Background: an optimization exercise with open tools, aiming at small area and a short achievable clock period. Do not read the settings as production practice. Function was checked by simulation only, so behaviour that the tests miss may differ from the original. Power and IR drop assume default switching activity.

==> flow/design.v, too long to show whole: its modules and the start of the top module <==
// module fp32_lane: 254 lines
// module fp32_lane_add: 38 lines
// module fp32_lane_lzc52: 46 lines
// module fp32_lane_mulcs: 1028 lines
// module fp32_lane_fa: 4 lines
// module fp32_lane_han: 4 lines
// module fp32_lane_xnor2: 3 lines
// module fp32_lane_or2: 3 lines
module fp32_lane (
    input  wire        clk,
    input  wire        rst,
    input  wire        in_valid,
    input  wire [3:0]  in_op,
    input  wire [31:0] in_a,
    input  wire [31:0] in_b,
    input  wire [31:0] in_c,
    output reg         out_valid,
    output reg  [31:0] out_result,
    output reg  [2:0]  out_flags      
);
  // ...
==> flow/flow/run.sh <==
#!/bin/bash
# Layout flow: the standard layout (standard.sh) with two changes:
#  - every input and output port is buffered by a plain buf_2 instead of the
#    default port buffer;
#  - the timing repair after CTS and global routing aims for a setup slack of
#    18.15 ns at the design's 24 ns clock (paths of at most 5.85 ns); the SDC
#    and the clock period are the design's, unchanged.
set -euo pipefail
cat >> config.mk <<'EOC'
export BUFFER_PORTS_ARGS = -inputs -outputs -buffer_cell sky130_fd_sc_hd__buf_2
export SETUP_SLACK_MARGIN = 18.15
EOC
bash standard.sh finish > standard.log 2>&1
==> flow/standard.sh <==
#!/bin/bash
# synth_recipe.tcl (not shown) runs the flow's synth.tcl, then flattens the netlist and writes it again
# the make line also repeats each setting of config.mk as NAME=value (left out here)
make -C /OpenROAD-flow-scripts/flow DESIGN_CONFIG=/design/flow/config.mk WORK_HOME=/design/flow/orfs CLKGATE_MAP_FILE= SYNTH_SCRIPT=/design/flow/synth_recipe.tcl "${@:-finish}"
==> flow/config.mk <==
export PLATFORM = sky130hd
export DESIGN_NAME = fp32_lane
export DESIGN_NICKNAME = fp32_lane
export VERILOG_FILES = /design/flow/design.v
export SDC_FILE = /design/flow/constraint.sdc
export NUM_CORES = 4
export LEC_CHECK = 0
export CAP_MARGIN = 20
export CORE_MARGIN = 2
export CORE_UTILIZATION = 60
export SLEW_MARGIN = 20
export SYNTH_HIERARCHICAL = 1
export BUFFER_PORTS_ARGS = -inputs -outputs -buffer_cell sky130_fd_sc_hd__buf_2
export SETUP_SLACK_MARGIN = 18.15
==> flow/constraint.sdc <==
create_clock -name core_clock -period 24.0 [get_ports {clk}]
set_input_delay 4.8000 -clock core_clock [delete_from_list [all_inputs] [get_ports {clk}]]
set_output_delay 4.8000 -clock core_clock [all_outputs]
set_load 0.01 [all_outputs]
==> out/results.txt, run 1 <==
The flow ran to the end and the layout has no timing, DRC or antenna violations. In the global route stage, met1 resource usage came out at 46.76%. For this design, the CTS-stage hold fixing added 0 buffers.

The clock passes through at most 3 buffers. In the final design database the tool counted 5275 nets. The finished layout holds 5495 standard cells, fillers aside. Counting every instance in the synthesized netlist gives 4574.

For this run, the share of the core covered by cells in the final layout is 63.14%. The clock group power was 0.856 mW. The startpoint identified for the worst register-to-register timing path is r0_y[15]. For the number of buffers inserted by post-CTS setup repair, the log shows 0.

The run gives 1.03 ns as the data arrival time of the critical path. The first global-routing pass estimated 205.6 mm of wire. The worst-case setup slack after placement was 17.58 ns; the wire length per cell after detailed routing was 24.58 um. The via count of the first global-routing pass is 34598. The clock reaches the later pin of the worst-skew pair after 0.61 ns. In the layout the commonest cells are sky130_fd_sc_hd__nand2_1 (723), sky130_fd_sc_hd__fa_1 (488), sky130_fd_sc_hd__dfxtp_1 (443). The number of multi-input combinational cells in the layout is 3564. During I/O placement, the number of pins put on the boundary was 139. The max-slew violation total from the final report was 0. Setup violations remaining at the end of the flow were counted as 0. The clock buffers instantiated in the layout total 67. The final critical path takes up 24.28% of the cycle. Of the cells placed in the final design, the portion with a size suffix greater than 1 is 11.05%.

The final-layout fill cell count came out at 6207. Sequential cells burn 19.8% of the power. The aggregate negative setup slack was 0 ns; the net switching power was 2.978 mW.

Power spread over the standard cell area amounts to 137.4 nW/um^2. The routed wire length on met3 was 12.01 mm. In this run the remaining antenna-violating nets after routing total 0. The largest delay contributor family on the critical path is flip-flops.

For the final database, setup skew stands at 0.02391 ns. The total area inside the core boundary comes to 71240 sq um. On the worst path, the slowest cell contributes a delay of 0.31 ns. The number of antenna violations at the first check in global routing was 3; the power dissipated in combinational cells was 4.10 mW. Setup repair after global routing could not meet its margin everywhere. Summed over all layers, the routed wires come to 135.1 mm.

In the final layout, flip-flops and latches occupy 9422 sq um. Headroom to the max-slew limit came out at 34.51%.
==> inputs of run 2 (changes only) <==
--- a/flow/config.mk
+++ b/flow/config.mk
@@ -8,6 +8,8 @@
 export CAP_MARGIN = 20
 export CORE_MARGIN = 2
 export CORE_UTILIZATION = 60
+export CTS_CLUSTER_DIAMETER = 90
+export CTS_CLUSTER_SIZE = 28
 export SLEW_MARGIN = 20
 export SYNTH_HIERARCHICAL = 1
 export BUFFER_PORTS_ARGS = -inputs -outputs -buffer_cell sky130_fd_sc_hd__buf_2
==> run 2 against run 1 <==
  * Non-clock buffer count stayed put
  * Final area shrank 1.8%
  * Final cell count fell by 0.82%
  * Sequential cell count is the same
  * Fmax is 1.2% lower
  * Sequential power hardly changed
  * Sequential share of layout area rose by 0.38 points
  * Global-route usage fell by 0.22 points
  * Clock power fell by 33%
  * Clock skew grew 0.017 ns
  * Combinational power hardly changed
  * Via count fell by 0.56%
==> out/results.txt, run 2 <==
The placed wire-length estimate after detailed placement is 98.23 mm (unchanged). Endpoint type of the worst setup path: an output port (unchanged). The number of buffers inserted by post-CTS setup repair is 0 (unchanged), and the final critical delay including setup and external delays is 5.900 ns (was 5.828 ns). The clock edge transition at the registers on the reported setup and hold paths works out to 0.10 ns (was 0.06 ns). For the remaining design rule violation count, the log shows 0 (unchanged). The tools report the number of buffers created by CTS as 29 (was 52). For the fraction of the core area covered by cells at the end of the flow, the log shows 62.02% (was 63.14%). The tools report the die area as 73900 sq um (unchanged). The logs give 60.42% (unchanged) for the effective utilization at floorplan and 34301 (was 34598) for the via count of the first global-routing pass. The register with the most flip-flops was r3_mag (unchanged). The peak supply drop is 0.2474 mV (was 0.2223 mV), and the mean instance size in the synthesized netlist is 9.411 sq um (unchanged). The classification of the worst setup path was register to output port (unchanged). The number of antenna violations at the first check in global routing was 4 (was 3); the first-pass GRT wire length was 204.7 mm (was 205.6 mm). The number of H-tree levels was 1 (was 2); the aggregate negative setup slack was 0 ns (unchanged). The count of TritonRoute iterations in the first routing pass was 6 (unchanged).

Class of the most critical hold timing path: register to register (unchanged). Largest registers: r3_mag: 52 flops, r2_s: 51 flops (unchanged). Worst-case setup slack after placement: 17.58 ns (unchanged). The pin count of the biggest net entering global routing is 80 (unchanged).

Highest-count cells in the layout ignoring fill and taps: sky130_fd_sc_hd__nand2_1 (723), sky130_fd_sc_hd__fa_1 (488), sky130_fd_sc_hd__dfxtp_1 (442) (was sky130_fd_sc_hd__nand2_1 (723), sky130_fd_sc_hd__fa_1 (488), sky130_fd_sc_hd__dfxtp_1 (443)). The tools report the root buffer cell as sky130_fd_sc_hd__clkbuf_16 (unchanged). The max-slew violation total from the final report is 0 (unchanged), and the floorplan die width is 271.8 um (unchanged). Cell area after layout: 44180 sq um (was 44980 sq um). The leading cell type in the layout, fill and taps excluded was sky130_fd_sc_hd__nand2_1 (unchanged). The standard cell core area is 71240 sq um (unchanged).

The routability congestion estimate is 0.9646 (unchanged). The DRC marker count from the first detailed-route iteration is 3001 (was 3209), and the data arrival time of the critical path is 1.10 ns (was 1.03 ns). The run gives 34.08% (was 34.51%) as the worst-case headroom to the max-slew limit. The area of the mapped netlist is 43040 sq um (unchanged). The logs give 0 (unchanged) for the number of nets still failing antenna checks after routing and 0 (unchanged) for the count of maximum capacitance violations. The final hold slack is 0.3350 ns (was 0.3180 ns), and the biggest cell delay along the critical path is 0.33 ns (was 0.31 ns). The vias per cell came out at 6.306 (was 6.290). The wire length per cell after detailed routing was 24.70 um (was 24.58 um); the final-stage net count was 5252 (was 5275). Fmax: 0.1695 GHz (was 0.1716 GHz).

Setup repair after global routing could not meet its margin everywhere. Routed wire length on met3: 11.90 mm (was 12.01 mm). The final wirelength is 134.6 mm (was 135.1 mm), and the total chip power is 5.895 mW (was 6.179 mW). The critical-path maximum fanout is 1 (unchanged), and the flip-flop count of the largest register after layout is 52 (unchanged). The run gives 53.57 mm (was 53.41 mm) as the routed length on met1. The proportion of layout cells with a drive suffix above 1 came out at 10.25% (was 11.05%).

The number of port buffers is 138 (unchanged). The final-report hold violation count is 0 (unchanged). The number of rows created at floorplan is 98 (unchanged), and the layout overhead on the synthesized area is 2.648% (was 4.505%). The largest clock skew in the final design was 0.04103 ns (was 0.02391 ns).

TritonCTS built the clock tree. The share of the clock period used by the worst path was 24.58% (was 24.28%). The run gives 18.36 ns (was 18.38 ns) as the slack of the worst reg-to-reg path. The clock latency reported for the late side of the worst-skew pair is 0.66 ns (was 0.61 ns). The run gives 469 (unchanged) as the total clock sinks.

The cell count after synthesis is 4574 (unchanged), and the height of the die is 271.8 um (unchanged). Routed length on met2: 62.45 mm (was 62.68 mm). Cells along the critical path: buf_2 (was buf_6).

Transition time at the pin with the least slew margin: 0.9888 ns (was 0.9824 ns). The run gives 5399 (unchanged) as the instance count after placement with tap cells included. For the top-level port count, the log shows 139 (unchanged). The highest signal layer in the routed design was met4 (unchanged).

The tools report the total global-route track usage as 36.12% (was 36.33%). The placement-stage cell area is 43030 sq um (unchanged). The count of buffer and inverter cells on the critical path is 1 (unchanged). The run finished with no timing, DRC or antenna violations.

The run gives 5450 (was 5495) as the final standard cell count with taps included and fillers excluded. For the routed via count, the log shows 34367 (was 34562). The number of synthesis warnings was 10 (unchanged); the required time at the endpoint of the critical path was 19.20 ns (about the same).

The number of buffers between clock root and the deepest sink came out at 3 (unchanged). The largest delay contributor family on the critical path was flip-flops (unchanged). Power per cell area: 133.4 nW/um^2 (was 137.4 nW/um^2). Slowest cell on the critical path: sky130_fd_sc_hd__dfxtp_1 (was sky130_fd_sc_hd__dfxtp_2). The run gives 0 (unchanged) as the remaining global-route overflow. For the static leakage, the log shows 17.10 nW (was 17.47 nW).

The logs give 18.10 ns (was 18.17 ns) for the least setup slack across all paths after layout and 0 (unchanged) for the number of setup violations in the final report. The type of element launching the critical path was a register (unchanged).
[run 2: layout make-up]
cell class	count	area [sq um]
Sequential cell	469	9423
Clock inverter	18	312.8
Timing Repair Buffer	210	1287
Clock buffer	31	733.2
Tap cell	950	1189
Inverter	207	777.0
Antenna cell	1	2.502
Multi-Input combinational cell	3564	30460
Fill cell	6275	27060
[run 2: power breakdown]
part	leakage (nW)	internal [mW]	switching, mW	total, mW
clock network	0.498	0.246	0.325	0.571
registers	3.93	1.03	0.193	1.22
logic	12.7	1.66	2.44	4.10
total	17.1	2.93	2.96	5.90
[run 2: repair_timing]
action | 4_1_cts | 5_1_grt
resized for setup | 4 | 20
pin swaps | 0 | 1
hold buffers | 0 | 0
setup endpoints to repair | 37 | 64
gates cloned | 0 | 1
[run 2: metal layers]
| layer | vias to the layer above | global-route usage [%] |
|---|---|---|
| met3 | 380 | 6.109 |
| li1 | 15439 | - |
| met2 | 1777 | 59.60 |
| met1 | 16771 | 46.83 |
| met4 | 0 | 16.09 |
| met5 | - | 0 |
[run 2: path summary, 6_finish.rpt]
| kind | from | endpoint | cells past startpoint |
|---|---|---|---|
| max | out_flags[0] | out_flags[0] | 1 |
| min | r2_le[9] | r3_le[9] | 0 |
| max reg2reg | r0_y[15] | r1_zm[21] | 13 |
| min reg2reg | r2_le[9] | r3_le[9] | 0 |
==> module fp32_lane, before the edit <==
module fp32_lane (
    input  wire        clk,
    input  wire        rst,
    input  wire        in_valid,
    input  wire [3:0]  in_op,
    input  wire [31:0] in_a,
    input  wire [31:0] in_b,
    input  wire [31:0] in_c,
    output reg         out_valid,
    output reg  [31:0] out_result,
    output reg  [2:0]  out_flags      
);
    localparam [3:0] OP_COPY  = 4'd0,
                     OP_ADD   = 4'd1,
                     OP_SUB   = 4'd2,
                     OP_MUL   = 4'd3,
                     OP_FMA   = 4'd4,
                     OP_FMS   = 4'd5,
                     OP_NEG   = 4'd6,
                     OP_ABS   = 4'd7,
                     OP_MIN   = 4'd8,
                     OP_MAX   = 4'd9,
                     OP_CMPEQ = 4'd10,
                     OP_CMPLT = 4'd11,
                     OP_CMPLE = 4'd12;
    localparam [31:0] QNAN = 32'h7FC0_0000;
    localparam [31:0] ONE  = 32'h3F80_0000;
    wire i_add = (in_op == OP_ADD);
    wire i_sub = (in_op == OP_SUB);
    wire i_mul = (in_op == OP_MUL);
    wire i_fms = (in_op == OP_FMS);
    wire [31:0] x_in = {in_a[31] ^ i_fms, in_a[30:0]};
    wire [31:0] y_in = (i_add | i_sub) ? ONE : in_b;
    wire [31:0] z_in = i_add ? in_b :
                       i_sub ? {~in_b[31], in_b[30:0]} :
                       i_mul ? {in_a[31] ^ in_b[31], 31'd0} : in_c;
    reg        r0_v;
    reg [3:0]  r0_op;
    reg [31:0] r0_x, r0_y, r0_z;
    always @(posedge clk) begin
        if (rst) r0_v <= 1'b0;
        else     r0_v <= in_valid;
        r0_op <= in_op;
        r0_x  <= x_in;
        r0_y  <= y_in;
        r0_z  <= z_in;
    end
    wire [31:0] x = r0_x, y = r0_y, z = r0_z;
    wire        xs = x[31], ys = y[31], zs = z[31];
    wire [7:0]  xe = x[30:23], ye = y[30:23], ze = z[30:23];
    wire        x_zero = (xe == 8'd0);
    wire        y_zero = (ye == 8'd0);
    wire        z_zero = (ze == 8'd0);
    wire        x_fz   = (x[22:0] == 23'd0);
    wire        y_fz   = (y[22:0] == 23'd0);
    wire        z_fz   = (z[22:0] == 23'd0);
    wire        x_max  = (xe == 8'hFF);
    wire        y_max  = (ye == 8'hFF);
    wire        z_max  = (ze == 8'hFF);
    wire        x_inf  = x_max & x_fz;
    wire        y_inf  = y_max & y_fz;
    wire        z_inf  = z_max & z_fz;
    wire        x_nan  = x_max & ~x_fz;
    wire        y_nan  = y_max & ~y_fz;
    wire        z_nan  = z_max & ~z_fz;
    wire        ps     = xs ^ ys;
    wire        p_zero = x_zero | y_zero;
    wire [47:0] cs_s, cs_c;      
    fp32_lane_mulcs u_mul (.af(x[22:0]), .bf(y[22:0]), .sn(cs_s), .cn(cs_c));
    wire signed [9:0] pe    = $signed({2'b00, xe}) + $signed({2'b00, ye}) - 10'sd253;
    wire signed [9:0] ce    = $signed({2'b00, ze}) - 10'sd127;
    wire signed [9:0] ediff = $signed({2'b00, xe}) + $signed({2'b00, ye}) - $signed({2'b00, ze}) - 10'sd126;
    wire        p_big = z_zero | (~p_zero & ~ediff[9]);
    wire [9:0]  dabs  = p_big ? ediff : -ediff;
    wire [5:0]  sh    = (dabs[9:6] != 4'd0) ? 6'd63 : dabs[5:0];
    wire [9:0]  le    = p_big ? pe : ce;
    wire is_ar = (r0_op == OP_ADD) | (r0_op == OP_SUB) | (r0_op == OP_MUL) |
                 (r0_op == OP_FMA) | (r0_op == OP_FMS);
    wire sp_inv  = (x_zero & y_inf) | (x_inf & y_zero) |
                   (~(x_nan | y_nan | z_nan) & (x_inf | y_inf) & z_inf & (zs != ps));
    wire sp_nan  = sp_inv | x_nan | y_nan | z_nan;
    wire sp_inf  = ~sp_nan & (x_inf | y_inf | z_inf);
    wire sp_zero = ~sp_nan & ~(x_inf | y_inf | z_inf) & p_zero & z_zero;
    wire sp      = sp_nan | sp_inf | sp_zero;
    wire sp_sgn  = sp_inf ? ((x_inf | y_inf) ? ps : zs) : (ps & zs);
    wire        a_zero = x_zero, b_zero = y_zero;
    wire        a_nan  = x_nan,  b_nan  = y_nan;
    wire        both_zero = a_zero & b_zero;
    wire        raw_lt = (x[30:0] < y[30:0]);
    wire        raw_eq = (x[30:0] == y[30:0]);
    wire        mag_lt = a_zero ? ~b_zero : (~b_zero & raw_lt);
    wire        mag_eq = both_zero | (~a_zero & ~b_zero & raw_eq);
    wire        sa = x[31], sb = y[31];
    wire f_eq      = both_zero | (mag_eq & (sa == sb));
    wire f_lt      = ~both_zero &
                     ((sa & ~sb) |
                      (~sa & ~sb & mag_lt) |
                      (sa & sb & ~mag_lt & ~mag_eq));
    wire any_nan   = a_nan | b_nan;
    wire op_copy = (r0_op == OP_COPY);
    wire op_neg  = (r0_op == OP_NEG);
    wire op_abs  = (r0_op == OP_ABS);
    wire op_min  = (r0_op == OP_MIN);
    wire op_mm   = (r0_op == OP_MIN) | (r0_op == OP_MAX);
    wire op_eq   = (r0_op == OP_CMPEQ);
    wire op_lt   = (r0_op == OP_CMPLT);
    wire op_le   = (r0_op == OP_CMPLE);
    wire op_cmp  = op_eq | op_lt | op_le;
    wire cmp_t   = ~any_nan & ((op_eq & f_eq) | (op_lt & f_lt) | (op_le & (f_lt | f_eq)));
    wire f_qnan = (is_ar & sp_nan) | ((op_neg | op_abs) & a_nan) | (op_mm & a_nan & b_nan);
    wire f_inf  = is_ar & sp_inf;
    wire f_zero = (is_ar & sp_zero) | ~(is_ar | op_copy | op_neg | op_abs | op_mm | op_cmp);
    wire f_sgn  = is_ar ? sp_sgn : 1'b0;
    reg [31:0] xv;
    always @(*) begin
        if (f_qnan)      xv = QNAN;
        else if (f_inf)  xv = {f_sgn, 8'hFF, 23'd0};
        else if (f_zero) xv = {f_sgn, 31'd0};
        else             xv = {(x[31] ^ op_neg) & ~op_abs, x[30:0] & {31{~(a_zero & ~op_copy)}}};
    end
    wire [31:0] yv = {y[31], y[30:0] & {31{~b_zero}}};
    wire a_first = f_eq ? sa : f_lt;
    wire pick_b  = op_mm & ~(a_nan & b_nan) & (a_nan | (~b_nan & (a_first ^ op_min)));
    wire [31:0] ov_res = op_cmp ? {32{cmp_t}} : pick_b ? yv : xv;
    wire        ov = ~is_ar | sp;
    wire [23:0] zm = ov ? ov_res[23:0] : {~z_zero, z[22:0] & {23{~z_zero}}};
    reg        r1_v, r1_ov, r1_inv;
    reg [47:0] r1_s, r1_c;
    reg [23:0] r1_zm;
    reg        r1_pbig, r1_pz, r1_sub, r1_ps, r1_zs;
    reg [5:0]  r1_sh;
    reg [9:0]  r1_le;
    always @(posedge clk) begin
        if (rst) r1_v <= 1'b0;
        else     r1_v <= r0_v;
        r1_ov   <= ov;
        r1_inv  <= is_ar & sp_inv;
        r1_s    <= cs_s;
        r1_c    <= cs_c;
        r1_zm   <= zm;
        r1_pbig <= p_big & ~ov;
        r1_pz   <= p_zero | ov;
        r1_sub  <= (ps ^ zs) & ~ov;
        r1_ps   <= ps;
        r1_zs   <= zs;
        r1_sh   <= sh;
        r1_le   <= ov ? {2'b00, ov_res[31:24]} : le;
    end
    wire [47:0] pm;
    wire [47:0] pmn;
    fp32_lane_add #(.N(48), .L(6)) u_padd (.a(r1_s), .b(r1_c), .cin(1'b1), .eac(1'b0), .s(pmn), .co());
    wire [47:0] pmz = ~pmn & {48{~r1_pz}};
    wire [47:0] cm2 = {r1_zm, 24'd0};
    wire [47:0] lm  = r1_pbig ? pmz : {r1_zm, 16'd0, r1_le[7:0] & {8{r1_ov}}};
    wire [47:0] sm  = r1_pbig ? cm2 : pmz;
    wire [50:0] s_fr = {sm, 3'b000};
    wire [50:0] s_sh = s_fr >> r1_sh;
    reg  [50:0] lmask;
    integer k;
    always @(*) for (k = 0; k < 51; k = k + 1) lmask[k] = (r1_sh > k);
    wire        s_lost = |(s_fr & lmask);
    reg        r2_v, r2_ov, r2_inv;
    reg [47:0] r2_l;
    reg [50:0] r2_s;
    reg [9:0]  r2_le;
    reg        r2_sub, r2_ls, r2_ss;
    always @(posedge clk) begin
        if (rst) r2_v <= 1'b0;
        else     r2_v <= r1_v;
        r2_ov  <= r1_ov;
        r2_inv <= r1_inv;
        r2_l   <= lm;
        r2_s   <= {s_sh[50:1], s_sh[0] | s_lost} ^ {51{r1_sub}};
        r2_le  <= r1_le;
        r2_sub <= r1_sub;
        r2_ls  <= r1_pbig ? r1_ps : r1_zs;
        r2_ss  <= r1_pbig ? r1_zs : r1_ps;
    end
    wire [50:0] l_al = {r2_l, 3'b000};
    wire [50:0] dsum;
    wire        dco;
    fp32_lane_add #(.N(51), .L(6)) u_sadd (.a(l_al), .b(r2_s), .cin(1'b0),
                                    .eac(r2_sub), .s(dsum), .co(dco));
    wire        neg = r2_sub & ~dco;
    wire [51:0] mag = {~r2_sub & dco, dsum ^ {51{neg}}};
    wire [5:0]  lz;
    wire        mzero;
    fp32_lane_lzc52 u_lzc (.d(mag), .lz(lz), .zero(mzero));
    reg        r3_v, r3_ov, r3_inv;
    reg [51:0] r3_mag;
    reg [5:0]  r3_lz;
    reg        r3_zero, r3_sign;
    reg [9:0]  r3_le;
    always @(posedge clk) begin
        if (rst) r3_v <= 1'b0;
        else     r3_v <= r2_v;
        r3_ov   <= r2_ov;
        r3_inv  <= r2_inv;
        r3_mag  <= mag;
        r3_lz   <= lz;
        r3_zero <= mzero;
        r3_sign <= neg ? r2_ss : r2_ls;
        r3_le   <= r2_le;
    end
    wire [51:0]  n5 = r3_lz[5] ? {r3_mag[19:0], 32'd0} : r3_mag;
    wire [51:12] n4 = r3_lz[4] ? {n5[35:0], 4'd0} : n5[51:12];
    wire [51:20] n3 = r3_lz[3] ? n4[43:12] : n4[51:20];
    wire [51:24] n2 = r3_lz[2] ? n3[47:20] : n3[51:24];
    wire [51:26] n1 = r3_lz[1] ? n2[49:24] : n2[51:26];
    wire [51:27] n0 = r3_lz[0] ? n1[50:26] : n1[51:27];
    wire [23:0]  keep = n0[51:28];
    wire         rb   = n0[27];
    wire        st   = (~r3_lz[4] & (|n5[11:0])) | (~r3_lz[3] & (|n4[19:12])) |
                       (~r3_lz[2] & (|n3[23:20])) | (~r3_lz[1] & (|n2[25:24])) |
                       (~r3_lz[0] & n1[26]);
    wire [9:0]  ne   = r3_le + 10'd1 - {4'd0, r3_lz};
    wire        inc = rb & (st | keep[0]);
    wire [24:0] rm  = {1'b0, keep} + {24'd0, inc};
    wire        rc  = rm[24];
    wire        ovf0 = ~ne[9] & (ne[8:0] > 9'd127);      
    wire        ovf1 = ~ne[9] & (ne[8:0] > 9'd126);      
    wire        unf0 = ne[9] & (ne < 10'h382);           
    wire        unf1 = ne[9] & (ne < 10'h381);           
    wire        r_ovf = rc ? ovf1 : ovf0;
    wire        r_unf = rc ? unf1 : unf0;
    wire [7:0]  eb0  = ne[7:0] + 8'd127;
    wire [7:0]  eb1  = ne[7:0] + 8'd128;
    wire [7:0]  rexp = rc ? eb1 : eb0;
    reg [31:0] fres;
    reg [2:0]  fflg;
    always @(*) begin
        fflg = 3'b000;
        if (r3_ov) begin
            fres = {r3_mag[10:3], r3_mag[50:27]};
            fflg = {r3_inv, 2'b00};
        end else if (r3_zero) begin
            fres = 32'd0;
        end else if (r_ovf) begin
            fres = {r3_sign, 8'hFF, 23'd0};
            fflg = 3'b001;
        end else if (r_unf) begin
            fres = {r3_sign, 31'd0};
            fflg = 3'b010;
        end else begin
            fres = {r3_sign, rexp, rm[22:0]};
        end
    end
    always @(posedge clk) begin
        if (rst) out_valid <= 1'b0;
        else     out_valid <= r3_v;
        out_result <= fres;
        out_flags  <= fflg;
    end
endmodule
==> inputs of run 3 (changes only) <==
--- a/flow/design.v
+++ b/flow/design.v
@@ -146,19 +146,21 @@
         r1_sh   <= sh;
         r1_le   <= ov ? {2'b00, ov_res[31:24]} : le;
     end
-    wire [47:0] pm;
     wire [47:0] pmn;
     fp32_lane_add #(.N(48), .L(6)) u_padd (.a(r1_s), .b(r1_c), .cin(1'b1), .eac(1'b0), .s(pmn), .co());
-    wire [47:0] pmz = ~pmn & {48{~r1_pz}};
-    wire [47:0] cm2 = {r1_zm, 24'd0};
-    wire [47:0] lm  = r1_pbig ? pmz : {r1_zm, 16'd0, r1_le[7:0] & {8{r1_ov}}};
-    wire [47:0] sm  = r1_pbig ? cm2 : pmz;
-    wire [50:0] s_fr = {sm, 3'b000};
-    wire [50:0] s_sh = s_fr >> r1_sh;
-    reg  [50:0] lmask;
-    integer k;
-    always @(*) for (k = 0; k < 51; k = k + 1) lmask[k] = (r1_sh > k);
-    wire        s_lost = |(s_fr & lmask);
+    wire [47:0] pm  = ~pmn;
+    wire        selp = ~r1_pbig & ~r1_pz;
+    wire [47:0] lm  = r1_pbig ? pm : {r1_zm, 16'd0, r1_le[7:0] & {8{r1_ov}}};
+    wire [47:0] sm  = {(r1_pbig ? r1_zm : pm[47:24] & {24{~r1_pz}}), pm[23:0] & {24{selp}}};
+    wire [50:0] a5 = r1_sh[5] ? {32'd0, sm[47:29]} : {sm, 3'b000};
+    wire [50:0] a4 = r1_sh[4] ? {16'd0, a5[50:16]} : a5;
+    wire [50:0] a3 = r1_sh[3] ? {8'd0,  a4[50:8]}  : a4;
+    wire [50:0] a2 = r1_sh[2] ? {4'd0,  a3[50:4]}  : a3;
+    wire [50:0] a1 = r1_sh[1] ? {2'd0,  a2[50:2]}  : a2;
+    wire [50:0] s_sh = r1_sh[0] ? {1'd0,  a1[50:1]}  : a1;
+    wire        s_lost = (r1_sh[5] & (|sm[28:0])) | (r1_sh[4] & (|a5[15:0])) |
+                         (r1_sh[3] & (|a4[7:0])) | (r1_sh[2] & (|a3[3:0])) |
+                         (r1_sh[1] & (|a2[1:0])) | (r1_sh[0] & a1[0]);
     reg        r2_v, r2_ov, r2_inv;
     reg [47:0] r2_l;
     reg [50:0] r2_s;
--- a/flow/config.mk
+++ b/flow/config.mk
@@ -7,9 +7,9 @@
 export LEC_CHECK = 0
 export CAP_MARGIN = 20
 export CORE_MARGIN = 2
-export CORE_UTILIZATION = 60
-export CTS_CLUSTER_DIAMETER = 90
-export CTS_CLUSTER_SIZE = 28
+export CORE_UTILIZATION = 70
+export CTS_CLUSTER_DIAMETER = 80
+export CTS_CLUSTER_SIZE = 20
 export SLEW_MARGIN = 20
 export SYNTH_HIERARCHICAL = 1
 export BUFFER_PORTS_ARGS = -inputs -outputs -buffer_cell sky130_fd_sc_hd__buf_2
==> run 3 against run 2 <==
  * Still clean
  * Non-clock buffer count is 3 higher
  * Fmax is 1.5% higher
  * Wire length is 6.8% lower
  * Clock power up 8.1%
  * Critical path type unchanged
==> out/results.txt, run 3 <==
The run finished with no timing, DRC or antenna violations. The total clock sinks was 469 (unchanged); the routed length on met1 was 47.07 mm (was 53.57 mm). The final-report hold violation count was 0 (unchanged). The root buffer cell was sky130_fd_sc_hd__clkbuf_16 (unchanged). Type of element launching the critical path: a register (unchanged). Setup repair after global routing left no endpoint under its margin.

The floorplan die width is 250.7 um (was 271.8 um), and the remaining global-route overflow is 0 (unchanged). The number of H-tree levels was 2 (was 1). Fmax: 0.1720 GHz (was 0.1695 GHz). Beginning of the critical path: out_flags[2] (was out_flags[0]). The final-stage net count is 5217 (was 5252), and the biggest cell delay along the critical path is 0.32 ns (was 0.33 ns). The wire length per cell after detailed routing came out at 23.92 um (was 24.70 um).

The power per cell area works out to 135.9 nW/um^2 (was 133.4 nW/um^2). Final critical delay including setup and external delays: 5.814 ns (was 5.900 ns). Class of the most critical hold timing path: register to register (unchanged). The first-pass GRT wire length came out at 194.3 mm (was 204.7 mm). The tools report the standard cell core area as 60250 sq um (was 71240 sq um).

Required time at the endpoint of the critical path: 19.20 ns (about the same). Number of antenna violations at the first check in global routing: 5 (was 4). Classification of the worst setup path: register to output port (unchanged).

TritonCTS built the clock tree. The number of buffers created by CTS is 36 (was 29). The run gives 16.89 nW (was 17.10 nW) as the static leakage. Number of setup violations in the final report: 0 (unchanged). The height of the die came out at 250.7 um (was 271.8 um). Top-level port count: 139 (unchanged). The largest clock skew in the final design came out at 0.03731 ns (was 0.04103 ns). The run gives 1.01 ns (was 1.10 ns) as the data arrival time of the critical path.

Layout overhead on the synthesized area: 2.379% (was 2.648%). Highest-count cells in the layout ignoring fill and taps: sky130_fd_sc_hd__nand2_1 (802), sky130_fd_sc_hd__fa_1 (488), sky130_fd_sc_hd__dfxtp_1 (454) (was sky130_fd_sc_hd__nand2_1 (723), sky130_fd_sc_hd__fa_1 (488), sky130_fd_sc_hd__dfxtp_1 (442)). For the number of buffers inserted by post-CTS setup repair, the log shows 0 (unchanged). The tools report the total global-route track usage as 39.98% (was 36.12%). The logs give 3 (unchanged) for the number of buffers between clock root and the deepest sink and 70.71% (was 60.42%) for the effective utilization at floorplan. The final-layout fill cell count came out at 4739 (was 6275). The tools report the routability congestion estimate as 1.023 (was 0.9646).

Number of synthesis warnings: 10 (unchanged). Clock latency reported for the late side of the worst-skew pair: 0.59 ns (was 0.66 ns). The highest signal layer in the routed design was met4 (unchanged). The tools report the endpoint type of the worst setup path as an output port (unchanged).

The tools report the number of rows created at floorplan as 90 (was 98). Largest delay contributor family on the critical path: flip-flops (unchanged). The tools report the number of nets still failing antenna checks after routing as 0 (unchanged). For the quantity of hold-fixing buffers added after cts, the log shows 0 (unchanged).

The area of the mapped netlist came out at 42600 sq um (was 43040 sq um). For the DRC marker count from the first detailed-route iteration, the log shows 2988 (was 3001). The startpoint of the lowest-slack hold path is r2_le[4] (was r2_le[9]). The number of port buffers works out to 138 (unchanged).

The routed wire length on met3 was 13.08 mm (was 11.90 mm); the share of the clock period used by the worst path was 24.23% (was 24.58%). For the least setup slack across all paths after layout, the log shows 18.19 ns (was 18.10 ns). The max-slew violation total from the final report is 0 (unchanged), and the routed length on met2 is 56.84 mm (was 62.45 mm). The pin count of the biggest net entering global routing is 74 (was 80), and the critical-path maximum fanout is 1 (unchanged). The tools report the worst-case setup slack after placement as 17.62 ns (was 17.58 ns). The startpoint of the worst-slack reg-to-reg timing path was r2_l[42] (was r0_y[15]).

The vias per cell is 6.504 (was 6.306), and the remaining design rule violation count is 0 (unchanged). The flip-flop count of the largest register after layout came out at 52 (unchanged). The die area came out at 62850 sq um (was 73900 sq um). The slowest cell on the critical path was sky130_fd_sc_hd__dfxtp_2 (was sky130_fd_sc_hd__dfxtp_1). The tools report the count of maximum capacitance violations as 0 (unchanged). The count of TritonRoute iterations in the first routing pass was 6 (unchanged).

Cells along the critical path: buf_2 (unchanged). The mean instance size in the synthesized netlist was 9.425 sq um (was 9.411 sq um). The transition time at the pin with the least slew margin works out to 1.104 ns (was 0.9888 ns).

The peak supply drop was 0.2667 mV (was 0.2474 mV); the routed via count was 34107 (was 34367). The clock edge transition at the registers on the reported setup and hold paths is 0.08 ns (was 0.10 ns). The run gives 0 ns (unchanged) as the aggregate negative setup slack. The via count of the first global-routing pass was 34171 (was 34301); the placed wire-length estimate after detailed placement was 93.11 mm (was 98.23 mm).

The count of buffer and inverter cells on the critical path came out at 1 (unchanged). Slack of the worst reg-to-reg path: 18.54 ns (was 18.36 ns). Largest registers: r3_mag: 52 flops, r2_s: 51 flops (unchanged).

For the final wirelength, the log shows 125.4 mm (was 134.6 mm). Proportion of layout cells with a drive suffix above 1: 10.56% (was 10.25%). The register with the most flip-flops was r3_mag (unchanged).

The leading cell type in the layout, fill and taps excluded was sky130_fd_sc_hd__nand2_1 (unchanged). The cell count after synthesis is 4520 (was 4574), and the worst-case headroom to the max-slew limit is 26.38% (was 34.08%).
run 3: power by group:
group | internal [mW] | total [mW] | leakage (nW) | switching, mW
Sequential | 1.05 | 1.24 | 3.93 | 0.189
Combinational | 1.63 | 4.07 | 12.4 | 2.44
Clock | 0.302 | 0.617 | 0.557 | 0.315
run 3: path summary, 6_finish.rpt:
check        depth (start not counted)      endpoint
max                                  1  out_flags[2]
min                                  0      r3_le[4]
max reg2reg                         17      r3_lz[0]
min reg2reg                          0      r3_le[4]
run 3: what timing repair did:
action	4_1_cts	5_1_grt
pin swaps	0	1
gates cloned	0	1
setup endpoints to repair	1	38
resized for setup	1	6
run 3: final cells by class:
cell class                 count  area, sq um  area share, %
antenna                        2        5.005        0.01148
clock buffer                  40        967.2          2.218
clock inverter                12        173.9         0.3988
inverter                     191        720.7          1.652
multi-input combinational   3535        30090          68.98
sequential                   469         9408          21.57
tap                          782        978.4          2.243
timing repair buffer         213         1274          2.920
run 3: routing by layer:
| layer | global-route usage [%] | vias to the layer above |
|---|---|---|
| met4 | 22.10 | 0 |
| li1 | - | 15185 |
| met1 | 49.92 | 16393 |
| met2 | 64.47 | 1995 |
| met5 | 0 | - |
| met3 | 9.207 | 534 |
run 3: worst register-to-register path: stages, from the launching register on:
cell and delay [ns]:
sky130_fd_sc_hd__dfxtp_1 0.31, sky130_fd_sc_hd__ha_1 0.36, sky130_fd_sc_hd__and4_1 0.27, sky130_fd_sc_hd__nor2b_1 0.31, sky130_fd_sc_hd__nand4_1 0.29, sky130_fd_sc_hd__o32ai_2 0.46, sky130_fd_sc_hd__o31ai_4 0.14, sky130_fd_sc_hd__o21ai_4 0.35
sky130_fd_sc_hd__a21boi_4 0.13, sky130_fd_sc_hd__o21bai_1 0.15, sky130_fd_sc_hd__nand2b_2 0.13, sky130_fd_sc_hd__buf_4 0.62, sky130_fd_sc_hd__xnor2_1 0.27, sky130_fd_sc_hd__nor4_1 0.66, sky130_fd_sc_hd__nand4_2 0.32, sky130_fd_sc_hd__nor3_4 0.32
sky130_fd_sc_hd__o31a_1 0.19, sky130_fd_sc_hd__a32oi_1 0.06
run 3: metrics by stage:
stage                     hold slack, ns  cells  instance area, sq um  total power, mW  util [%]
after floorplan                   0.3096   4541                 42680            4.463         -
after global placement            0.3105   5188                 42420            5.109     70.41
after detailed placement          0.3121   5188                 42420            5.181     70.41
after CTS                         0.3261   5240                 43560            5.805     72.30
after global routing              0.3352   5242                 43610            6.305     72.38
final                             0.3235   5244                 43610            5.925     72.39
==> inputs of run 4 (changes only) <==
--- a/flow/config.mk
+++ b/flow/config.mk
@@ -7,7 +7,7 @@
 export LEC_CHECK = 0
 export CAP_MARGIN = 20
 export CORE_MARGIN = 2
-export CORE_UTILIZATION = 70
+export CORE_UTILIZATION = 60
 export CTS_CLUSTER_DIAMETER = 80
 export CTS_CLUSTER_SIZE = 20
 export SLEW_MARGIN = 20
==> run 4 against run 3 <==
  * Final area increased by 0.54%
  * First-iteration DRC count decreased by 2.1%
  * Synthesized area unchanged
  * Critical endpoint is now out_result[21]
==> out/results.txt, run 4 <==
The class of the most critical hold timing path is register to register (unchanged). The effective utilization at floorplan was 60.73% (was 70.71%); the remaining design rule violation count was 0 (unchanged). The floorplan die width is 270.5 um (was 250.7 um), and the number of setup violations in the final report is 0 (unchanged).

The routed via count was 33476 (was 34107). Number of buffers created by CTS: 35 (was 36). The cell count after synthesis was 4520 (unchanged); the total clock sinks was 469 (unchanged). The run gives 10 (unchanged) as the number of synthesis warnings. The layout overhead on the synthesized area came out at 2.928% (was 2.379%).

Setup repair after global routing could not meet its margin everywhere. The first-pass GRT wire length came out at 197.9 mm (was 194.3 mm). The tools report the total global-route track usage as 35.05% (was 39.98%). The tools report the worst-case headroom to the max-slew limit as 28.96% (was 26.38%). The remaining global-route overflow was 0 (unchanged); the biggest cell delay along the critical path was 0.33 ns (was 0.32 ns). The run gives 16.89 nW (about the same) as the static leakage.

Standard cell core area: 70150 sq um (was 60250 sq um). The required time at the endpoint of the critical path was 19.20 ns (about the same); the aggregate negative setup slack was 0 ns (unchanged). Largest registers: r3_mag: 52 flops, r2_s: 51 flops (unchanged). Height of the die: 270.5 um (was 250.7 um).

The mean instance size in the synthesized netlist is 9.425 sq um (unchanged). The tools report the destination of the critical timing path as out_result[21] (was out_flags[2]). The tools report the final-stage net count as 5210 (was 5217). The tools report the beginning of the critical path as out_result[21] (was out_flags[2]).

The vias per cell is 6.199 (was 6.504), and the placement-stage cell area is 42580 sq um (was 42420 sq um). The data arrival time of the critical path came out at 1.01 ns (about the same). The run gives 42600 sq um (unchanged) as the area of the mapped netlist. The classification of the worst setup path is register to output port (unchanged). The total chip power came out at 5.911 mW (was 5.925 mW).

The slowest cell on the critical path was sky130_fd_sc_hd__dfxtp_2 (unchanged). The critical-path maximum fanout is 1 (unchanged). TritonCTS built the clock tree.

For the clock latency reported for the late side of the worst-skew pair, the log shows 0.60 ns (was 0.59 ns). Cells along the critical path: buf_6 (was buf_2). The endpoint type of the worst setup path is an output port (unchanged). The power per cell area works out to 134.8 nW/um^2 (was 135.9 nW/um^2). The flip-flop count of the largest register after layout came out at 52 (unchanged). Type of element launching the critical path: a register (unchanged). The transition time at the pin with the least slew margin works out to 1.054 ns (was 1.104 ns). The tools report the final wirelength as 129.4 mm (was 125.4 mm).

The wire length per cell after detailed routing came out at 23.96 um (was 23.92 um). The count of TritonRoute iterations in the first routing pass is 6 (unchanged), and the final-report hold violation count is 0 (unchanged). The run gives 7 (was 5) as the number of antenna violations at the first check in global routing.

The count of maximum capacitance violations is 0 (unchanged). The run finished with no timing, DRC or antenna violations. The routability congestion estimate was 0.9625 (was 1.023). The top-level port count is 139 (unchanged), and the number of rows created at floorplan is 97 (was 90). The tools report the via count of the first global-routing pass as 33231 (was 34171). The proportion of layout cells with a drive suffix above 1 came out at 10.70% (was 10.56%). Highest-count cells in the layout ignoring fill and taps: sky130_fd_sc_hd__nand2_1 (802), sky130_fd_sc_hd__fa_1 (488), sky130_fd_sc_hd__dfxtp_1 (442) (was sky130_fd_sc_hd__nand2_1 (802), sky130_fd_sc_hd__fa_1 (488), sky130_fd_sc_hd__dfxtp_1 (454)).

The number of nets still failing antenna checks after routing is 0 (unchanged), and the number of H-tree levels is 2 (unchanged). Max-slew violation total from the final report: 0 (unchanged). The endpoint of the lowest-slack register-to-register path was r2_s[0] (was r3_lz[0]). For the slack of the worst reg-to-reg path, the log shows 18.48 ns (was 18.54 ns). The startpoint of the lowest-slack hold path is r2_le[3] (was r2_le[4]).

DRC marker count from the first detailed-route iteration: 2926 (was 2988). The startpoint of the worst-slack reg-to-reg timing path is r1_s[25] (was r2_l[42]). Register with the most flip-flops: r3_mag (unchanged). The largest clock skew in the final design came out at 0.03765 ns (was 0.03731 ns). The peak supply drop came out at 0.1563 mV (was 0.2667 mV). The number of port buffers was 138 (unchanged); the pin count of the biggest net entering global routing was 74 (unchanged). The fmax was 0.1721 GHz (was 0.1720 GHz). Leading cell type in the layout, fill and taps excluded: sky130_fd_sc_hd__nand2_1 (unchanged). The clock edge transition at the registers on the reported setup and hold paths was 0.08 ns (about the same); the number of buffers between clock root and the deepest sink was 3 (unchanged). The final critical delay including setup and external delays is 5.811 ns (was 5.814 ns). The placed wire-length estimate after detailed placement is 96.24 mm (was 93.11 mm), and the cell area after layout is 43850 sq um (was 43610 sq um). The die area is 73150 sq um (was 62850 sq um), and the path length in cells of the critical path is 1 (unchanged).

The tools report the final hold slack as 0.3300 ns (was 0.3235 ns). The root buffer cell is sky130_fd_sc_hd__clkbuf_16 (unchanged). Number of cells traversed by the worst register-to-register path: 20 (was 17). The share of the clock period used by the worst path came out at 24.21% (was 24.23%). The largest delay contributor family on the critical path was flip-flops (unchanged). Count of buffer and inverter cells on the critical path: 1 (unchanged).
## run 4: routing by layer
layer	vias up	global-route usage, %	share of wire [%]
li1	15168	-	-
met5	-	0	0.015
met4	2	15.70	4.9
met3	356	6.692	8.0
met1	16403	45.81	41
met2	1547	56.69	46
## run 4: stage by stage
stage	setup slack, ns	instances	util (%)
after floorplan	18.26	4541	-
after global placement	17.62	5340	60.69
after detailed placement	17.62	5340	60.69
after CTS	18.15	5395	62.34
after global routing	18.14	5397	62.49
final	18.19	5400	62.50
## run 4: worst min-delay path by stage
| stage | end | slack [ns] | cells after the start |
|---|---|---|---|
| after global placement | r3_le[3] | 0.31 | 0 |
| after detailed placement | r2_le[9] | 0.31 | 0 |
| after CTS | r3_le[1] | 0.33 | 0 |
| final | r3_le[3] | 0.33 | 0 |
| after floorplan | r2_inv | 0.31 | 0 |
| after global routing | r3_le[6] | 0.34 | 0 |
## run 4: power by group
part	leakage, nW	switching [mW]	internal, mW
sequential	3.93	0.201	1.05
combinational	12.4	2.41	1.63
clock	0.558	0.314	0.306
total	16.9	2.92	2.99
## run 4: final cells by class
class | instances | area, sq um
clock buffer | 41 | 949.7
clock inverter | 14 | 202.7
antenna | 3 | 7.507
timing repair buffer | 207 | 1266
multi-input combinational | 3535 | 30100
fill | 6201 | 26300
sequential | 469 | 9423
inverter | 191 | 718.2
tap | 940 | 1176
## run 4: repair_timing
action | in CTS | in global routing
endpoints found under the setup margin | 3 | 52
resized for setup | 3 | 16
cloned | 0 | 1
buffers inserted | 0 | 0
hold buffers | 0 | 0
pin swaps | 0 | 1
==> inputs of run 5 (changes only) <==
==> flow/flow/run.sh (replaced) <==
#!/bin/bash
# Layout flow: the standard layout (standard.sh) with two changes:
#  - every input and output port is buffered by a plain buf_2 instead of the
#    default port buffer;
#  - the timing repair after CTS and global routing aims for a setup slack of
#    18.3 ns at the design's 24 ns clock (paths of at most 5.7 ns); the SDC
#    and the clock period are the design's, unchanged.
set -euo pipefail
cat >> config.mk <<'EOC'
export BUFFER_PORTS_ARGS = -inputs -outputs -buffer_cell sky130_fd_sc_hd__buf_2
export SETUP_SLACK_MARGIN = 18.3
EOC
bash standard.sh finish > standard.log 2>&1
--- a/flow/config.mk
+++ b/flow/config.mk
@@ -13,4 +13,4 @@
 export SLEW_MARGIN = 20
 export SYNTH_HIERARCHICAL = 1
 export BUFFER_PORTS_ARGS = -inputs -outputs -buffer_cell sky130_fd_sc_hd__buf_2
-export SETUP_SLACK_MARGIN = 18.15
+export SETUP_SLACK_MARGIN = 18.3
==> run 5 against run 4 <==
  * Die area unchanged
  * Hold slack improved by 0.00059 ns
  * Critical path type unchanged
  * Final cell count hardly changed
  * Count of clock-buffer cells in the layout decreased by 3
==> out/results.txt, run 5 <==
The run gives 3 (unchanged) as the number of buffers between clock root and the deepest sink. The root buffer cell is sky130_fd_sc_hd__clkbuf_16 (unchanged). The tools report the endpoint type of the worst setup path as an output port (unchanged).

The tools report the placement-stage cell area as 42580 sq um (about the same). The pin count of the biggest net entering global routing was 74 (unchanged). Setup repair after global routing could not meet its margin everywhere. The routed via count is 33594 (was 33476). The mean instance size in the synthesized netlist is 9.425 sq um (unchanged).

The worst-case headroom to the max-slew limit was 23.64% (was 28.96%). The tools report the cell area after layout as 43850 sq um (about the same). The final critical delay including setup and external delays came out at 5.817 ns (was 5.811 ns).

The slowest cell on the critical path was sky130_fd_sc_hd__dfxtp_1 (was sky130_fd_sc_hd__dfxtp_2). The final-report hold violation count was 0 (unchanged). Final hold slack: 0.3306 ns (was 0.3300 ns). Wire length per cell after detailed routing: 24.07 um (was 23.96 um).

The critical-path maximum fanout came out at 1 (unchanged). The area of the mapped netlist was 42600 sq um (unchanged). Cells along the critical path: buf_2 (was buf_6). The count of TritonRoute iterations in the first routing pass came out at 6 (unchanged). The tools report the startpoint of the lowest-slack hold path as r2_le[5] (was r2_le[3]). The run gives 2777 (was 2926) as the DRC marker count from the first detailed-route iteration. Largest clock skew in the final design: 0.03875 ns (was 0.03765 ns).

The met1 track demand over resource came out at 45.97% (was 45.81%). The beginning of the critical path was out_valid (was out_result[21]). The tools report the endpoint of the lowest-slack register-to-register path as out_result[18] (was r2_s[0]). The internal power contribution is 2.991 mW (was 2.987 mW).

The run finished with no timing, DRC or antenna violations. The transition time at the pin with the least slew margin was 1.145 ns (was 1.054 ns). The data arrival time of the critical path is 1.02 ns (was 1.01 ns), and the cell depth of the worst min-delay path is 0 (unchanged). The flip-flop count of the largest register after layout was 52 (unchanged). The proportion of total power due to net switching was 49.83% (was 49.47%); the number of port buffers was 138 (unchanged).

The aggregate negative setup slack is 0 ns (unchanged). The type of element launching the critical path was a register (unchanged). The busiest metal layer after global routing was met2 (unchanged). The logs give 73150 sq um (unchanged) for the die area and 139 (unchanged) for the top-level port count. Number of buffers inserted by post-CTS setup repair: 0 (unchanged).

For the number of synthesis warnings, the log shows 10 (unchanged). The number of cells traversed by the worst register-to-register path works out to 17 (was 20). The static leakage was 16.86 nW (was 16.89 nW); the vias per cell was 6.226 (was 6.199). The largest delay contributor family on the critical path was flip-flops (unchanged). The clock network power share came out at 10.0% (was 10.5%). The number of antenna violations at the first check in global routing was 4 (was 7); the number of nets still failing antenna checks after routing was 0 (unchanged). Highest-count cells in the layout ignoring fill and taps: sky130_fd_sc_hd__nand2_1 (803), sky130_fd_sc_hd__fa_1 (488), sky130_fd_sc_hd__dfxtp_1 (437) (was sky130_fd_sc_hd__nand2_1 (802), sky130_fd_sc_hd__fa_1 (488), sky130_fd_sc_hd__dfxtp_1 (442)). End point of the most critical hold path: r3_le[5] (was r3_le[3]). The biggest cell delay along the critical path is 0.32 ns (was 0.33 ns). The floorplan die width came out at 270.5 um (unchanged). The slack of the worst reg-to-reg path was 18.65 ns (was 18.48 ns); the peak supply drop was 0.2155 mV (was 0.1563 mV). The final wirelength came out at 129.9 mm (was 129.4 mm). The layout overhead on the synthesized area was 2.925% (was 2.928%). The tools report the startpoint of the worst-slack reg-to-reg timing path as r3_lz[4] (was r1_s[25]). The remaining design rule violation count was 0 (unchanged); the max-slew violation total from the final report was 0 (unchanged). Largest registers: r3_mag: 52 flops, r2_s: 51 flops (unchanged).

The tools report the total clock sinks as 469 (unchanged). The run gives 7.322% (was 6.692%) as the met3 layer usage reported by global route. The cell count after synthesis is 4520 (unchanged), and the share of the clock period used by the worst path is 24.24% (was 24.21%). Placed wire-length estimate after detailed placement: 96.70 mm (was 96.24 mm). Combinational power share: 69.0% (was 68.4%). The total chip power came out at 5.962 mW (was 5.911 mW). Classification of the worst setup path: register to output port (unchanged). The number of H-tree levels is 2 (unchanged). For the effective utilization at floorplan, the log shows 60.73% (unchanged). The clock edge transition at the registers on the reported setup and hold paths is 0.08 ns (about the same).

The number of setup violations in the final report was 0 (unchanged). The run gives 2.970 mW (was 2.924 mW) as the net switching power. The number of buffers created by CTS is 35 (unchanged).

The clock latency reported for the late side of the worst-skew pair was 0.58 ns (was 0.60 ns). TritonCTS built the clock tree. The number of rows created at floorplan is 97 (unchanged). The leading cell type in the layout, fill and taps excluded is sky130_fd_sc_hd__nand2_1 (unchanged). The tools report the standard cell core area as 70150 sq um (unchanged). The proportion of layout cells with a drive suffix above 1 came out at 10.84% (was 10.70%). The height of the die is 270.5 um (unchanged). The class of the most critical hold timing path is register to register (unchanged). The total global-route track usage came out at 35.33% (was 35.05%). The first-pass GRT wire length is 199.4 mm (was 197.9 mm), and the fmax is 0.1719 GHz (was 0.1721 GHz). The run gives 5210 (unchanged) as the final-stage net count. The tools report the remaining global-route overflow as 0 (unchanged). Count of buffer and inverter cells on the critical path: 1 (unchanged).

The count of maximum capacitance violations is 0 (unchanged), and the required time at the endpoint of the critical path is 19.20 ns (about the same). The register with the most flip-flops is r3_mag (unchanged). The met2 track demand over resource in global routing was 57.28% (was 56.69%). For the sequential share of power, the log shows 21.0% (was 21.2%). The routability congestion estimate was 0.9713 (was 0.9625); the power per cell area was 136.0 nW/um^2 (was 134.8 nW/um^2).

The logs give 62.50% (about the same) for the fraction of the core area covered by cells at the end of the flow and 33516 (was 33231) for the via count of the first global-routing pass.
-- run 5: how the worst max path moves through the flow --
stage	to	slack (ns)	depth (start not counted)
2_1_floorplan	r0_z[10]	18.30	5
3_3_place_gp	r0_z[3]	17.96	5
3_5_place_dp	r0_z[7]	17.97	5
4_1_cts	out_valid	18.14	1
5_1_grt	out_valid	18.14	1
6_report	out_valid	18.18	1
-- run 5: final cells by class --
type                            instances  area, sq um
Clock buffer                           38        907.1
Timing Repair Buffer                  207         1313
Fill cell                            6088        26300
Inverter                              191        721.9
Antenna cell                            1        2.502
Multi-Input combinational cell       3535        30100
Tap cell                              940         1176
Clock inverter                         15        193.9
Sequential cell                       469         9429
-- run 5: per-layer routing --
layer  vias up  wire length, um
met5         -               12
met4         2             6268
met3       358            11270
met2      1628            59920
met1     16434            52400
li1      15172                -
-- run 5: metrics by stage --
stage	instances	setup WS, ns
2_1_floorplan	4541	18.30
3_5_place_dp	5341	17.97
6_report	5396	18.18
4_1_cts	5394	18.14
3_3_place_gp	5341	17.96
5_1_grt	5395	18.14
-- run 5: power groups by stage --
| stage | Combinational, mW | Clock (mW) | Sequential [mW] |
|---|---|---|---|
| floorplan | 3.30 | 0 | 1.16 |
| detailed placement | 4.00 | 0 | 1.26 |
| global route | 4.47 | 0.636 | 1.26 |
| global placement | 3.97 | 0 | 1.25 |
| CTS | 4.02 | 0.610 | 1.24 |
| finish | 4.11 | 0.595 | 1.25 |
-- run 5: what timing repair did --
item	CTS	global route
resized for setup	10	28
hold buffers	0	0
pin swaps	0	1
cloned	0	1
setup endpoints to repair	36	62
==> inputs of run 6 (changes only) <==
--- a/flow/design.v
+++ b/flow/design.v
@@ -124,8 +124,15 @@
     wire [31:0] ov_res = op_cmp ? {32{cmp_t}} : pick_b ? yv : xv;
     wire        ov = ~is_ar | sp;
     wire [23:0] zm = ov ? ov_res[23:0] : {~z_zero, z[22:0] & {23{~z_zero}}};
+    wire [10:0] lo_sum;
+    wire        lo_co;
+    fp32_lane_add #(.N(11), .L(4)) u_ladd (.a(cs_s[10:0]), .b(cs_c[10:0]), .cin(1'b1), .eac(1'b0),
+                                          .s(lo_sum), .co(lo_co));
     reg        r1_v, r1_ov, r1_inv;
-    reg [47:0] r1_s, r1_c;
+    reg [45:11] r1_s;            
+    reg [46:11] r1_c;
+    reg [10:0] r1_lo;            
+    reg        r1_lc;            
     reg [23:0] r1_zm;
     reg        r1_pbig, r1_pz, r1_sub, r1_ps, r1_zs;
     reg [5:0]  r1_sh;
@@ -135,8 +142,10 @@
         else     r1_v <= r0_v;
         r1_ov   <= ov;
         r1_inv  <= is_ar & sp_inv;
-        r1_s    <= cs_s;
-        r1_c    <= cs_c;
+        r1_s    <= cs_s[45:11];
+        r1_c    <= cs_c[46:11];
+        r1_lo   <= lo_sum;
+        r1_lc   <= lo_co;
         r1_zm   <= zm;
         r1_pbig <= p_big & ~ov;
         r1_pz   <= p_zero | ov;
@@ -147,7 +156,10 @@
         r1_le   <= ov ? {2'b00, ov_res[31:24]} : le;
     end
     wire [47:0] pmn;
-    fp32_lane_add #(.N(48), .L(6)) u_padd (.a(r1_s), .b(r1_c), .cin(1'b1), .eac(1'b0), .s(pmn), .co());
+    wire [36:0] hi_sum;
+    fp32_lane_add #(.N(37), .L(6)) u_padd (.a({2'b10, r1_s}), .b({1'b1, r1_c}), .cin(r1_lc), .eac(1'b0),
+                                          .s(hi_sum), .co());
+    assign pmn = {hi_sum, r1_lo};
     wire [47:0] pm  = ~pmn;
     wire        selp = ~r1_pbig & ~r1_pz;
     wire [47:0] lm  = r1_pbig ? pm : {r1_zm, 16'd0, r1_le[7:0] & {8{r1_ov}}};
--- a/flow/config.mk
+++ b/flow/config.mk
@@ -8,6 +8,7 @@
 export CAP_MARGIN = 20
 export CORE_MARGIN = 2
 export CORE_UTILIZATION = 60
+export CTS_BUF_LIST = sky130_fd_sc_hd__clkbuf_8 sky130_fd_sc_hd__clkbuf_16
 export CTS_CLUSTER_DIAMETER = 80
 export CTS_CLUSTER_SIZE = 20
 export SLEW_MARGIN = 20
==> run 6 against run 5 <==
  * Still clean
  * Clock power rose by 6.4%
  * Synthesized cell count rose by 0.15%
  * Non-clock buffer count did not move
  * Highest routed layer is now met4
  * Clock skew fell by 0.0017 ns
  * Critical endpoint is now out_result[22]
  * First-iteration DRC count rose by 12%
  * Count of clock-buffer cells in the layout rose by 3
==> out/results.txt, run 6 <==
The count of maximum capacitance violations was 0 (unchanged); the count of TritonRoute iterations in the first routing pass was 6 (unchanged). The aggregate negative setup slack was 0 ns (unchanged); the final-stage net count was 5222 (was 5210). The slowest cell on the critical path was sky130_fd_sc_hd__dfxtp_1 (unchanged).

For the die area, the log shows 72660 sq um (was 73150 sq um). Cells along the critical path: buf_2 (unchanged). The number of rows created at floorplan was 97 (unchanged). The tools report the root buffer cell as sky130_fd_sc_hd__clkbuf_16 (unchanged). The run gives 456 (was 469) as the total clock sinks. Critical-path maximum fanout: 1 (unchanged). The logs give 74 (unchanged) for the pin count of the biggest net entering global routing and 0 (unchanged) for the number of nets still failing antenna checks after routing. Setup repair after global routing could not meet its margin everywhere.

The top-level port count was 139 (unchanged); the total area of multi-input combinational cells was 30120 sq um (was 30100 sq um). Slack of the worst reg-to-reg path: 18.45 ns (was 18.65 ns). The tools report the number of H-tree levels as 2 (unchanged). TritonCTS built the clock tree. The cell area after layout came out at 43700 sq um (was 43850 sq um). The tools report the combined flip-flop and latch cell area as 9168 sq um (was 9429 sq um).

Remaining global-route overflow: 0 (unchanged). The layout overhead on the synthesized area is 3.277% (was 2.925%). Final wirelength: 128.7 mm (was 129.9 mm). The run gives 0 (was 1) as the number of antenna cells inserted. The final critical delay including setup and external delays is 5.822 ns (was 5.817 ns). Classification of the worst setup path: register to output port (unchanged). The height of the die is 269.6 um (was 270.5 um). The share of the clock period used by the worst path was 24.26% (was 24.24%).

The routed via count came out at 33765 (was 33594). The data arrival time of the critical path was 1.02 ns (about the same). Number of antenna violations at the first check in global routing: 0 (was 4). The number of cells traversed by the worst register-to-register path is 19 (was 17), and the cell count after synthesis is 4527 (was 4520).

The placement-stage cell area was 42350 sq um (was 42580 sq um); the final hold slack was 0.3267 ns (was 0.3306 ns). The number of buffers between clock root and the deepest sink was 3 (unchanged). The startpoint of the lowest-slack hold path is r2_le[9] (was r2_le[5]). The run gives 33899 (was 33516) as the via count of the first global-routing pass. Startpoint of the worst-slack reg-to-reg timing path: r1_s[21] (was r3_lz[4]). The area of the mapped netlist was 42310 sq um (was 42600 sq um). The endpoint type of the worst setup path is an output port (unchanged).

The final-report hold violation count is 0 (unchanged), and the mean instance size in the synthesized netlist is 9.347 sq um (was 9.425 sq um). The required time at the endpoint of the critical path was 19.20 ns (about the same). Number of port buffers: 138 (unchanged). Effective utilization at floorplan: 60.53% (was 60.73%).

The wire length per cell after detailed routing works out to 23.78 um (was 24.07 um). The class of the most critical hold timing path is register to register (unchanged). The endpoint of the lowest-slack register-to-register path is r2_s[0] (was out_result[18]). The power per cell area was 130.4 nW/um^2 (was 136.0 nW/um^2).

Transition time at the pin with the least slew margin: 1.091 ns (was 1.145 ns). The proportion of layout cells with a drive suffix above 1 was 10.49% (was 10.84%); the fmax was 0.1718 GHz (was 0.1719 GHz). The register with the most flip-flops was r3_mag (unchanged).

The run gives 18.18 ns (about the same) as the least setup slack across all paths after layout. The run finished with no timing, DRC or antenna violations. The clock latency reported for the late side of the worst-skew pair is 0.60 ns (was 0.58 ns).

The end point of the most critical hold path was r3_le[9] (was r3_le[5]). The tools report the total global-route track usage as 35.28% (was 35.33%). The number of synthesis warnings came out at 11 (was 10).

Remaining design rule violation count: 0 (unchanged). The clock edge transition at the registers on the reported setup and hold paths is 0.08 ns (about the same). The logs give 69910 sq um (was 70150 sq um) for the standard cell core area and 27.25% (was 23.64%) for the worst-case headroom to the max-slew limit. The largest delay contributor family on the critical path is flip-flops (unchanged).

The floorplan die width came out at 269.6 um (was 270.5 um). Largest registers: r3_mag: 52 flops, r2_s: 51 flops, r2_l: 48 flops (was r3_mag: 52 flops, r2_s: 51 flops). The number of buffers created by CTS was 38 (was 35). The biggest cell delay along the critical path came out at 0.31 ns (was 0.32 ns). The flip-flop count of the largest register after layout was 52 (unchanged). The leading cell type in the layout, fill and taps excluded is sky130_fd_sc_hd__nand2_1 (unchanged).

The tools report the first-pass GRT wire length as 198.5 mm (was 199.4 mm). The DRC marker count from the first detailed-route iteration came out at 3102 (was 2777). The routability congestion estimate is 0.9999 (was 0.9713), and the quantity of hold-fixing buffers added after cts is 0 (unchanged). The tools report the type of element launching the critical path as a register (unchanged).

The worst-case setup slack after placement is 17.51 ns (was 17.97 ns), and the peak supply drop is 0.08067 mV (was 0.2155 mV). The vias per cell came out at 6.239 (was 6.226). Count of buffer and inverter cells on the critical path: 1 (unchanged). The cell depth of the worst min-delay path is 0 (unchanged). For the placed wire-length estimate after detailed placement, the log shows 94.74 mm (was 96.70 mm).

The tools report the final-layout fill cell count as 6138 (was 6088). The run gives 0 (unchanged) as the max-slew violation total from the final report. The largest clock skew in the final design is 0.03701 ns (was 0.03875 ns), and the static leakage is 16.78 nW (was 16.86 nW). The number of setup violations in the final report was 0 (unchanged).

Highest-count cells in the layout ignoring fill and taps: sky130_fd_sc_hd__nand2_1 (795), sky130_fd_sc_hd__fa_1 (488), sky130_fd_sc_hd__dfxtp_1 (425) (was sky130_fd_sc_hd__nand2_1 (803), sky130_fd_sc_hd__fa_1 (488), sky130_fd_sc_hd__dfxtp_1 (437)).
## run 6: report_power, final
part           switching, mW  leakage, nW  total, mW  internal, mW
registers              0.197         3.82       1.23          1.03
clock network          0.317        0.606      0.633         0.316
logic                   2.28         12.4       3.84          1.56
## run 6: what timing repair did
| item | CTS | global route |
|---|---|---|
| gates cloned | 0 | 0 |
| gates resized for setup | 2 | 30 |
| endpoints found under the setup margin | 68 | 65 |
| buffers inserted | 0 | 0 |
| pin swaps | 0 | 0 |
## run 6: through the flow
step / utilization, % / power [mW] / std cells
2_1_floorplan: - / 4.470 / 4547
3_3_place_gp: 60.57 / 4.949 / 5351
3_5_place_dp: 60.58 / 4.986 / 5351
4_1_cts: 62.34 / 5.639 / 5412
5_1_grt: 62.51 / 6.151 / 5412
6_report: 62.51 / 5.697 / 5412
## run 6: worst max path at each step
| stage | startpoint | to | slack, ns | depth (start not counted) |
|---|---|---|---|---|
| after floorplan | in_op[0] | r0_z[21] | 18.30 | 5 |
| after global placement | in_op[2] | r0_z[9] | 17.60 | 4 |
| after detailed placement | in_op[2] | r0_z[19] | 17.51 | 4 |
| after CTS | out_result[21] | out_result[21] | 18.13 | 1 |
| after global routing | out_result[29] | out_result[29] | 18.12 | 1 |
| final | out_result[22] | out_result[22] | 18.18 | 1 |
## run 6: final cells by class
| type | instances | area share (%) |
|---|---|---|
| well taps | 940 | 2.691 |
| repair buffers | 207 | 2.961 |
| clock buffers | 41 | 2.296 |
| inverters | 191 | 1.641 |
| multi-input cells | 3557 | 68.92 |
| clock inverters | 20 | 0.5097 |
| flip-flops and latches | 456 | 20.98 |
## run 6: per-layer routing
layer | track usage [%] | share of wire (%)
met1 | 45.47 | 40
met2 | 58.24 | 47
met3 | 5.361 | 7.7
met4 | 17.18 | 5.7
met5 | 0 | 0

## port drivers added, routing unchanged
Ports are ideal in the flow. The routed layouts listed here were re-timed in OpenROAD. Step 1 assumes that a clkbuf_16 drives the clock port and a buf_2 every other input. Step 2 also shifts input and output timing later by t, the mid clock arrival at the registers, as if the neighbouring blocks saw the same clock. Slacks: ideal ports / drivers / drivers and shift; pairs: ideal ports / drivers.
| run | shift t [ns] | setup WS [ns] | worst setup path after step 2 |
|---|---|---|---|
| run 1 | 0.669 | 18.172 / 18.100 / 17.947 | input to register |
| run 2 | 0.704 | 18.100 / 18.032 / 17.942 | input to register |
| run 3 | 0.629 | 18.186 / 18.126 / 17.706 | input to register |
| run 4 | 0.637 | 18.189 / 18.130 / 17.999 | input to register |
| run 5 | 0.628 | 18.183 / 18.119 / 17.920 | input to register |
| run 6 | 0.647 | 18.178 / 18.107 / 17.821 | input to register |
After both steps setup and hold are still met in every run listed. The setup slack of run 3, which loses most, moves by -0.060 ns with the drivers and by -0.480 ns with both steps.
